What follows belongs to an exercise in optimizing a design on an open flow for small area and a short achievable clock period; a production flow would make more cautious choices. RTL that was checked went through simulation tests only; none was proved equivalent to the original. Power is estimated from default activity; no workload was simulated.

## pod_cvt
module pod_cvt (
    input  wire        clk,
    input  wire        rst,
    input  wire        in_valid,
    input  wire [31:0] in_x,        
    input  wire [3:0]  in_dtype,    
    input  wire        in_sr,       
    input  wire [31:0] in_w,        
    output reg         out_valid,
    output reg  [31:0] out_y,       
    output reg         out_nan      
);
    genvar gi;
    wire a_i4  = (in_dtype == 4'd0);
    wire a_i8  = (in_dtype == 4'd1);
    wire a_u8  = (in_dtype == 4'd2);
    wire a_u16 = (in_dtype == 4'd3);
    wire a_f4  = (in_dtype == 4'd4);
    wire a_e4  = (in_dtype == 4'd5);
    wire a_e5  = (in_dtype == 4'd6);
    wire a_h   = (in_dtype == 4'd7);
    wire a_bf  = (in_dtype == 4'd8);
    wire a_i32 = (in_dtype == 4'd10);
    wire a_int = a_i4 | a_i8 | a_u8 | a_u16 | a_i32;
    wire a_flt = a_f4 | a_e4 | a_e5 | a_h | a_bf;
    wire [7:0] ex  = in_x[30:23];
    wire       enz = |ex;
    wire       eff = &ex;
    wire       mnz = |in_x[22:0];
    wire [7:0] ex1 = {ex[7:1], ex[0] | ~enz};      
    wire [5:0] el = ex1[5:0];
    wire [5:0] s_int = 6'd30 - el;      
    wire [5:0] s_h   = 6'd6  - el;      
    wire [5:0] s_e5  = 6'd14 - el;      
    wire [5:0] s_e4  = 6'd21 - el;      
    wire [5:0] s_f4  = 6'd29 - el;      
    wire nrm_h  = (ex >= 8'd113);
    wire nrm_e4 = (ex >= 8'd121);
    wire nrm_f4 = (ex >= 8'd127);
    reg  [5:0] s;
    always @(*) begin
        s = s_int;
        if (a_h)  s = nrm_h  ? 6'd21 : s_h;
        if (a_bf) s = 6'd24;
        if (a_e4) s = nrm_e4 ? 6'd28 : s_e4;
        if (a_e5) s = nrm_h  ? 6'd29 : s_e5;
        if (a_f4) s = nrm_f4 ? 6'd30 : s_f4;
    end
    reg        r_valid;
    reg [23:0] r_sig;
    reg        r_sgn;
    reg [5:0]  r_s;
    reg        r_mnz;
    reg [7:0]  r_ex;
    reg [31:0] r_w;
    reg [3:0]  r_dt;
    reg        r_sr;
    always @(posedge clk) begin
        if (rst)
            r_valid <= 1'b0;
        else
            r_valid <= in_valid;
        r_sig  <= {enz, in_x[22:0]};
        r_sgn  <= in_x[31];
        r_s    <= s;
        r_mnz  <= mnz;
        r_ex   <= ex;
        r_w    <= in_w;
        r_dt   <= in_dtype;
        r_sr   <= in_sr;
    end
    wire t_i4  = (r_dt == 4'd0);
    wire t_i8  = (r_dt == 4'd1);
  ...
For scale: about 1300 cells after synthesis, roughly 110 flip-flops, ~110 I/O pins.
==> flow/config.mk <==
export PLATFORM = sky130hd
export DESIGN_NAME = pod_cvt
export DESIGN_NICKNAME = pod_cvt
export VERILOG_FILES = /design/flow/design.v
export SDC_FILE = /design/flow/constraint.sdc
export NUM_CORES = 4
export LEC_CHECK = 0
export ABC_AREA = 1
export CAP_MARGIN = 20
export CORE_MARGIN = 2
export CORE_UTILIZATION = 40
export CTS_BUF_LIST = sky130_fd_sc_hd__clkbuf_8
export GPL_TIMING_DRIVEN = 0
export SLEW_MARGIN = 20
==> flow/constraint.sdc <==
create_clock -name core_clock -period 18.0 [get_ports {clk}]
set_input_delay 3.6000 -clock core_clock [delete_from_list [all_inputs] [get_ports {clk}]]
set_output_delay 3.6000 -clock core_clock [all_outputs]
set_load 0.01 [all_outputs]
standard.sh (not shown) runs the stock make flow with config.mk's settings and CLKGATE_MAP_FILE= SYNTH_SCRIPT=/design/flow/synth_recipe.tcl, a recipe that flattens the netlist after the stock synthesis.
==> flow/flow/run.sh <==
#!/bin/bash
# Own layout flow: ORFS, as standard.sh runs it, with these changes:
#  - synthesis (the same Yosys steps as synth_recipe.tcl, so the registers keep
#    their names and cells) maps the logic with ABC scripts of its own
#    (flow/abc_proc.tcl): the logic feeding the input registers with
#    flow/abc1.script at delay target flow/abc1_delay, the rest with
#    flow/abc.script at flow/abc_delay; Yosys's full-adder extraction is off
#    (ADDER_MAP_FILE empty) so that ABC sees all of the logic;
#  - ports are buffered (the same buffer_ports step) with the cell named in
#    flow/port_buffer;
#  - the layout steps get the make variables in flow/make_vars, if any
#    (optimisation settings such as repair_timing's setup margin).
# Each tool's output goes to a log of its own in this folder.
set -euo pipefail
W=$(pwd)
F=$W/flow
export OWN_ABC_D=$(cat $F/abc_delay)
export OWN_ABC_SCRIPT=$W/own_abc.script
sed "s/{D}/-D $OWN_ABC_D/g" $F/abc.script > $OWN_ABC_SCRIPT
if [[ -f $F/abc1.script ]]; then
  export OWN_ABC1_D=$(cat $F/abc1_delay)
  export OWN_ABC1_SCRIPT=$W/own_abc1.script
  sed "s/{D}/-D $OWN_ABC1_D/g" $F/abc1.script > $OWN_ABC1_SCRIPT
fi
{ head -n 1 $W/synth_recipe.tcl; cat $F/abc_proc.tcl; tail -n +2 $W/synth_recipe.tcl; } > $W/own_synth.tcl
SYN=SYNTH_SCRIPT=$W/own_synth.tcl
# the knobs standard.sh passes on make's command line
KNOBS=$(sed -n 's/^make .*CLKGATE_MAP_FILE= [^ ]* \(.*\) "\${@:-finish}"$/\1/p' $W/standard.sh)
BUF=$(cat $F/port_buffer 2>/dev/null || echo sky130_fd_sc_hd__buf_1)
# extra make variables for the layout steps (optimisation effort only)
EXTRA=$(cat $F/make_vars 2>/dev/null | tr '\n' ' ' || true)
MK="make -C $FLOW_HOME DESIGN_CONFIG=$W/config.mk WORK_HOME=$W/orfs CLKGATE_MAP_FILE="
eval "$MK $SYN $KNOBS ADDER_MAP_FILE= synth" > $W/log_synth.txt 2>&1
eval "$MK $SYN $KNOBS $EXTRA BUFFER_PORTS_ARGS=\"-buffer_cell $BUF\" finish" > $W/log_layout.txt 2>&1
R=$W/orfs/results/$FLOW_PLATFORM/pod_cvt/base
: # left out here: write the final layout as DEF
==> flow/flow/abc.script <==
strash
dc2
strash
dch
map {D}
buffer -p
upsize {D}
dnsize {D}
==> flow/flow/abc_delay <==
3500
==> flow/flow/make_vars <==
SETUP_SLACK_MARGIN=12.75
Other scripts of this flow, unchanged in this note and not shown: flow/flow/abc1.script, flow/flow/abc1_delay, flow/flow/abc_proc.tcl, flow/flow/port_buffer
Change:
==> flow/flow/abc.script (replaced) <==
strash
dc2
strash
dch
amap
==> flow/flow/abc_delay (replaced) <==
6000
==> flow/flow/make_vars (replaced) <==
SETUP_SLACK_MARGIN=12.5
- CTS_BUF_LIST: sky130_fd_sc_hd__clkbuf_8 -> not set
- GPL_TIMING_DRIVEN: 0 -> not set
What happened: Core utilization climbs by 3.8 points; die area is lower by roughly a tenth; sequential share of layout area is higher by 1.4 points; total power went up by a few percent; global-route usage climbs by 0.35 points; combinational power goes down by a little under a tenth.
Change:
==> flow/flow/abc.script (replaced) <==
strash
dc2
strash
dch
map {D}
buffer -p
upsize {D}
dnsize {D}
==> flow/flow/abc_delay (replaced) <==
3500
What happened:
- The changed run ran to the end with no violations
- clock skew hardly moves
- first-iteration DRC count decreases by a little under a tenth
- global-route usage decreases by 2.4 points
- cell count increases by roughly a tenth
- sequential power decreases by a few percent
- worst setup slack improved by 2.7 ns
Change:
==> flow/flow/make_vars (replaced) <==
SETUP_SLACK_MARGIN=12.75
- CORE_UTILIZATION: 40 -> 30
- CTS_BUF_LIST: not set -> sky130_fd_sc_hd__clkbuf_8
Result: The new run completed without violations. Die area climbs by 32%. Utilization came out lower by 11 points. Cell area is higher by 1.9%. Non-clock buffer count is higher by 10.
Change:
- CORE_UTILIZATION: 30 -> 60
- CTS_BUF_LIST: sky130_fd_sc_hd__clkbuf_8 -> not set
Result: The changed run went through all stages and came out clean; wire length drops by 8.5%; final cell count drops by about 9%; final area drops by 0.63%; clock skew drops by 0.0062 ns; global-route usage climbs by 15 points; critical path depth does not change; register-to-register slack got worse by 0.05 ns; setup slack improved by 0.032 ns; non-clock buffer count climbs by 4.

========
Setup of the previous run:
Another version of the RTL of pod_cvt (not shown whole).
For scale: roughly 870 cells after synthesis, about 110 I/O pins, about 6800 um2 of cells after synthesis.
clock: 18.0 ns
lec_check: 0
abc_area: 1
cap_margin: 20
core_margin: 2
core_utilization: 40
slew_margin: 20
==> flow/flow/run.sh <==
#!/bin/bash
# Own layout flow: ORFS, as standard.sh runs it, with two changes:
#  - synthesis maps the logic with the ABC script in flow/abc.script (same Yosys
#    steps as synth_recipe.tcl otherwise, so the registers keep their names and cells);
#  - ports are buffered with the cell named in flow/port_buffer (same buffer_ports step).
# Each tool's output goes to a log of its own in this folder.
set -euo pipefail
W=$(pwd)
F=$W/flow
ABC_D=$(cat $F/abc_delay 2>/dev/null || echo "")
{
  head -n 1 $W/synth_recipe.tcl
  echo "proc abc {args} {"
  echo "  set i [lsearch \$args -script]; if {\$i >= 0} { lset args [expr {\$i+1}] $F/abc.script }"
  if [[ -n "$ABC_D" ]]; then
    echo "  set i [lsearch \$args -D]; if {\$i >= 0} { lset args [expr {\$i+1}] $ABC_D } else { lappend args -D $ABC_D }"
  fi
  echo "  yosys abc {*}\$args"
  echo "}"
  tail -n +2 $W/synth_recipe.tcl
} > $W/own_synth.tcl
SYN=SYNTH_SCRIPT=$W/own_synth.tcl
# the knobs standard.sh passes on make's command line
KNOBS=$(sed -n 's/^make .*CLKGATE_MAP_FILE= [^ ]* \(.*\) "\${@:-finish}"$/\1/p' $W/standard.sh)
BUF=$(cat $F/port_buffer 2>/dev/null || echo sky130_fd_sc_hd__buf_1)
MK="make -C $FLOW_HOME DESIGN_CONFIG=$W/config.mk WORK_HOME=$W/orfs CLKGATE_MAP_FILE="
eval "$MK $SYN $KNOBS synth" > $W/log_synth.txt 2>&1
eval "$MK $SYN $KNOBS BUFFER_PORTS_ARGS=\"-buffer_cell $BUF\" finish" > $W/log_layout.txt 2>&1
R=$W/orfs/results/$FLOW_PLATFORM/pod_cvt/base
: # left out here: write the final layout as DEF
==> flow/flow/abc.script <==
strash
dc2
strash
dch
amap
buffer -c
upsize -c
dnsize -c
The following lists how the current run was set up differently from the previous run:
==> flow/run.sh (new file) <==
#!/bin/bash
# synth_recipe.tcl (not shown) runs the flow's synth.tcl, then flattens the netlist and writes it again
# the make line also repeats each setting of config.mk as NAME=value (left out here)
make -C /OpenROAD-flow-scripts/flow DESIGN_CONFIG=/design/flow/config.mk WORK_HOME=/design/flow/orfs CLKGATE_MAP_FILE= SYNTH_SCRIPT=/design/flow/synth_recipe.tcl finish
removed: flow/flow/run.sh
removed: flow/flow/abc.script
removed: flow/standard.sh
- The current run: total wire length after detailed routing 40% above the previous run
- Starting density of the core on the current run is down relative to the previous run.
- The lower routability-driven placement congestion ratio came out of the previous run.
- NOTE: met1 track demand over resource in global routing in the current run falls short of that of the previous run
- Cmp the current run vs the previous run: reported leakage power higher in the current run
- The current run went all the way through synthesis, placement and routing and the layout is clean on timing, DRC and antenna.
No functional check of the RTL was part of any run of this note.

========
east:
pod_cvt with an RTL version that a note above also has.
Size: about 1300 cells after synthesis, ~110 flip-flops, about 110 I/O pins.
Settings: LEC_CHECK=0, ABC_AREA=1, CAP_MARGIN=20, CORE_MARGIN=2, CORE_UTILIZATION=40, CTS_BUF_LIST=sky130_fd_sc_hd__clkbuf_8, SLEW_MARGIN=20; clock period 18.0 ns.
==> flow/flow/run.sh <==
#!/bin/bash
# Own layout flow: ORFS, as standard.sh runs it, with these changes:
#  - synthesis (the same Yosys steps as synth_recipe.tcl, so the registers keep
#    their names and cells) maps the logic with ABC scripts of its own
#    (flow/abc_proc.tcl): the logic feeding the input registers with
#    flow/abc1.script at delay target flow/abc1_delay, the rest with
#    flow/abc.script at flow/abc_delay; Yosys's full-adder extraction is off
#    (ADDER_MAP_FILE empty) so that ABC sees all of the logic;
#  - ports are buffered (the same buffer_ports step) with the cell named in
#    flow/port_buffer;
#  - the layout steps get the make variables in flow/make_vars, if any
#    (optimisation settings such as repair_timing's setup margin).
# Each tool's output goes to a log of its own in this folder.
set -euo pipefail
W=$(pwd)
F=$W/flow
export OWN_ABC_D=$(cat $F/abc_delay)
export OWN_ABC_SCRIPT=$W/own_abc.script
sed "s/{D}/-D $OWN_ABC_D/g" $F/abc.script > $OWN_ABC_SCRIPT
if [[ -f $F/abc1.script ]]; then
  export OWN_ABC1_D=$(cat $F/abc1_delay)
  export OWN_ABC1_SCRIPT=$W/own_abc1.script
  sed "s/{D}/-D $OWN_ABC1_D/g" $F/abc1.script > $OWN_ABC1_SCRIPT
fi
{ head -n 1 $W/synth_recipe.tcl; cat $F/abc_proc.tcl; tail -n +2 $W/synth_recipe.tcl; } > $W/own_synth.tcl
SYN=SYNTH_SCRIPT=$W/own_synth.tcl
# the knobs standard.sh passes on make's command line
KNOBS=$(sed -n 's/^make .*CLKGATE_MAP_FILE= [^ ]* \(.*\) "\${@:-finish}"$/\1/p' $W/standard.sh)
BUF=$(cat $F/port_buffer 2>/dev/null || echo sky130_fd_sc_hd__buf_1)
# extra make variables for the layout steps (optimisation effort only)
EXTRA=$(cat $F/make_vars 2>/dev/null | tr '\n' ' ' || true)
MK="make -C $FLOW_HOME DESIGN_CONFIG=$W/config.mk WORK_HOME=$W/orfs CLKGATE_MAP_FILE="
eval "$MK $SYN $KNOBS ADDER_MAP_FILE= synth" > $W/log_synth.txt 2>&1
eval "$MK $SYN $KNOBS $EXTRA BUFFER_PORTS_ARGS=\"-buffer_cell $BUF\" finish" > $W/log_layout.txt 2>&1
R=$W/orfs/results/$FLOW_PLATFORM/pod_cvt/base
: # left out here: write the final layout as DEF
==> flow/flow/make_vars <==
SETUP_SLACK_MARGIN=12.6
Other scripts of this flow, unchanged in this note and not shown: flow/flow/abc.script, flow/flow/abc1.script, flow/flow/abc1_delay, flow/flow/abc_delay, flow/flow/abc_proc.tcl, flow/flow/port_buffer
Inputs modified between east and north:
# east
export LEC_CHECK = 0
export ABC_AREA = 1
export CAP_MARGIN = 20
export CORE_MARGIN = 2
export CORE_UTILIZATION = 40
export CTS_BUF_LIST = sky130_fd_sc_hd__clkbuf_8
export SLEW_MARGIN = 20
create_clock -name core_clock -period 18.0 [get_ports {clk}]
# north
export LEC_CHECK = 0
export ABC_AREA = 1
export CAP_MARGIN = 20
export CORE_MARGIN = 2
export CORE_UTILIZATION = 40
export CTS_BUF_LIST = sky130_fd_sc_hd__clkbuf_8
export SLEW_MARGIN = 20
export TNS_END_PERCENT = 10
create_clock -name core_clock -period 18.0 [get_ports {clk}]
==> flow/flow/make_vars <==
SETUP_SLACK_MARGIN=13.1
[summary]
east finished every step from synthesis to the final layout, and the layout passed the timing, design-rule and antenna checks.
north closes out successfully: all stages finished, all timing, DRC and antenna checks passed.
Part of the power in combinational logic: north vs east up 2.8 points
Comparing east and north, worst voltage drop across the vdd grid is lower on north.
Cmp east and north / proportion of layout cells with a drive suffix above 1 / lower: east
Diff north..east | die boundary height | unchanged
Diff east -> north: sum of buffers and inverters on the critical path decreased by 2 relative to the old numbers; headroom to the max-slew limit decreased by 0.78 points relative to the old numbers.

========
## job 2861
pod_cvt again, from the RTL that the note above started with.
clock: 18.0 ns
lec_check: 0
abc_area: 1
cap_margin: 20
core_margin: 2
core_utilization: 40
cts_buf_list: sky130_fd_sc_hd__clkbuf_8
slew_margin: 20
==> flow/flow/abc.script <==
strash
dc2
strash
dch
map {D}
buffer -p
upsize {D}
dnsize {D}
==> flow/flow/abc1.script <==
strash
dc2
strash
dch
map {D}
==> flow/flow/abc1_delay <==
800
==> flow/flow/abc_delay <==
3750
==> flow/flow/abc_proc.tcl <==
# Technology mapping with own ABC scripts: the logic that feeds the input
# registers (cells named r_*) first, with its own delay target, then the rest.
proc abc {args} {
  set a $args
  set i [lsearch $a -script]; lset a [expr {$i+1}] $::env(OWN_ABC_SCRIPT)
  set i [lsearch $a -D]; lset a [expr {$i+1}] $::env(OWN_ABC_D)
  if {[info exists ::env(OWN_ABC1_SCRIPT)] && $::env(OWN_ABC1_SCRIPT) ne ""} {
    set a1 $args
    set i [lsearch $a1 -script]; lset a1 [expr {$i+1}] $::env(OWN_ABC1_SCRIPT)
    set i [lsearch $a1 -D]; lset a1 [expr {$i+1}] $::env(OWN_ABC1_D)
    yosys select -set s1 {c:r_*} %ci*
    yosys abc {*}$a1 {@s1}
  }
  yosys abc {*}$a
}
==> flow/flow/make_vars <==
SETUP_SLACK_MARGIN=12.75
==> flow/flow/port_buffer <==
sky130_fd_sc_hd__buf_1
Scripts as last shown in full above: flow/flow/run.sh
Changes in job 2499 relative to job 2861:
Settings: CTS_CLUSTER_SIZE: unset -> 40.
==> flow/flow/abc_delay <==
3500
## What came out
- Job 2499 closes out successfully: all stages finished, all timing, DRC and antenna checks passed.
- Combinational power was higher in job 2861 than in job 2499.
- Job 2861 → job 2499: post-route DRC violation count flat, sequential cell power fell by about 2%, total power per unit cell area now larger, die outline area now larger.
Modified inputs, job 5534 compared to job 2499
Settings: CTS_CLUSTER_SIZE: 40 -> unset; CTS_BUF_LIST: sky130_fd_sc_hd__clkbuf_8 -> unset.
==> flow/flow/make_vars <==
SETUP_SLACK_MARGIN=13
[summary]
Job 5534 vs job 2499, capturing instance or port of the critical path: out_y[4] vs r_s[0]. Wire length of job 5534 exceeds that of job 2499 by a few percent. From job 2499 to job 5534 the numbers moved as follows: non-clock buffer count went up by 21; data-path buffer share of cell area in the final layout up 2.0 points; share of cells above drive strength 1 up 6.5 points; met1 layer usage reported by global route went up 0.20 points. Diff job 2499 -> job 5534: synthesized area shows no meaningful change; via count increased by 191 relative to the old numbers.
[inputs] job 7820 vs job 5534
==> flow/flow/make_vars <==
SETUP_SLACK_MARGIN=12
### Flow results
Diff job 5534 -> job 7820: post-route minimum period moved up; non-clock buffer count fell by 30.
Going from job 5534 to job 7820, worst hold-check slack comparable; minimum setup slack in the final design went down 0.52 ns; wire length on met1 dropped about 2.6%; post-route fraction of the period consumed by the critical path now larger; power per unit of standard cell area up 2.1%.
Diff job 5534 -> job 7820: critical path depth shrank by about 30%; growth of design area from synthesis to finish now sits lower.
Detailed-routed wire length on met2 (lower): job 7820
The area used by sequential logic in the layout of job 7820 and that of job 5534 are within noise of each other.
Inputs modified between job 7820 and job 4742:
==> flow/flow/make_vars <==
SETUP_SLACK_MARGIN=12.75
Results
Going from job 7820 to job 4742, internal power increased by 1.4% relative to the old numbers; number of nets in the layout climbed about 0.9%; power now sits higher.
Post-route standard cell area excluding fillers on job 4742 is behind job 7820.
On job 4742: multi-input gate share of total cell area is 0.72 points lower than what job 7820 gave.
Looking at job 7820 and job 4742, the overall global routing resource usage is a wash.
Compare job 7820 and job 4742 | core utilization lower: job 7820
Diff job 4742..job 7820 | minimum hold slack | negligible
Flip-flop and latch count delta (job 7820 -> job 4742): insignificant
Input-level comparison between job 9084 and job 4742:
Settings: CTS_BUF_LIST now sky130_fd_sc_hd__clkbuf_8, previously not set.
==> flow/flow/abc_delay <==
3250
Job 9084 against job 4742: combinational group share of total power grew by 1.8 points, final wirelength grew by about 3%.
Job 9084: instance count on the critical path is 1 lower than what job 4742 reported.
Of the two values seen for critical path capture point, r_s[0] was produced by job 4742 and r_s[1] by job 9084.

==> afterwards: timing with drivers on the ports <==
How much do the figures lean on ideal ports? The routed layouts below were timed once more, with nothing changed but the port constraints. Step 1: set_driving_cell puts a clkbuf_16 on clk and a buf_2 on each other input, an assumption about the parent block. Step 2, shift: input delay + t, output delay - t, t = (earliest + latest rising clock arrival at the registers) / 2. This alone moves slack from input paths to output paths. Three values: ideal, step 1, step 2; two values: the first two.
run	t, ns	setup WS [ns]	worst register clock-pin slew, ns	worst data-port slew with drivers (ns)
the first run of note 1	0.442	12.981 / 12.981 / 12.704	0.12 / 0.12	0.04
the second run of note 1	0.404	10.312 / 10.312 / 10.312	0.08 / 0.08	0.03
the third run of note 1	0.402	12.999 / 12.999 / 12.655	0.08 / 0.08	0.04
the fourth run of note 1	0.440	12.920 / 12.939 / 12.500	0.12 / 0.12	0.03
the fifth run of note 1	0.401	12.951 / 12.971 / 12.570	0.08 / 0.08	0.04
the previous run	0.394	4.343 / 4.343 / 4.343	0.07 / 0.07	0.03
the current run	0.410	5.651 / 5.651 / 5.651	0.08 / 0.08	0.05
east	0.431	13.007 / 13.007 / 12.668	0.11 / 0.11	0.04
north	0.431	13.146 / 13.155 / 12.733	0.11 / 0.11	0.04
job 2861	0.434	12.621 / 12.621 / 12.621	0.11 / 0.11	0.04
job 2499	0.432	13.078 / 13.096 / 12.664	0.11 / 0.11	0.04
job 5534	0.406	13.125 / 13.125 / 12.811	0.08 / 0.08	0.04
job 7820	0.402	12.605 / 12.605 / 12.605	0.07 / 0.07	0.04
job 4742	0.403	13.039 / 13.062 / 12.658	0.07 / 0.07	0.04
job 9084	0.443	12.911 / 12.921 / 12.478	0.11 / 0.11	0.03
After both steps setup and hold are still met in every run listed. The setup slack of job 9084, which loses most, moves by +0.010 ns with the drivers and by -0.433 ns with both steps.
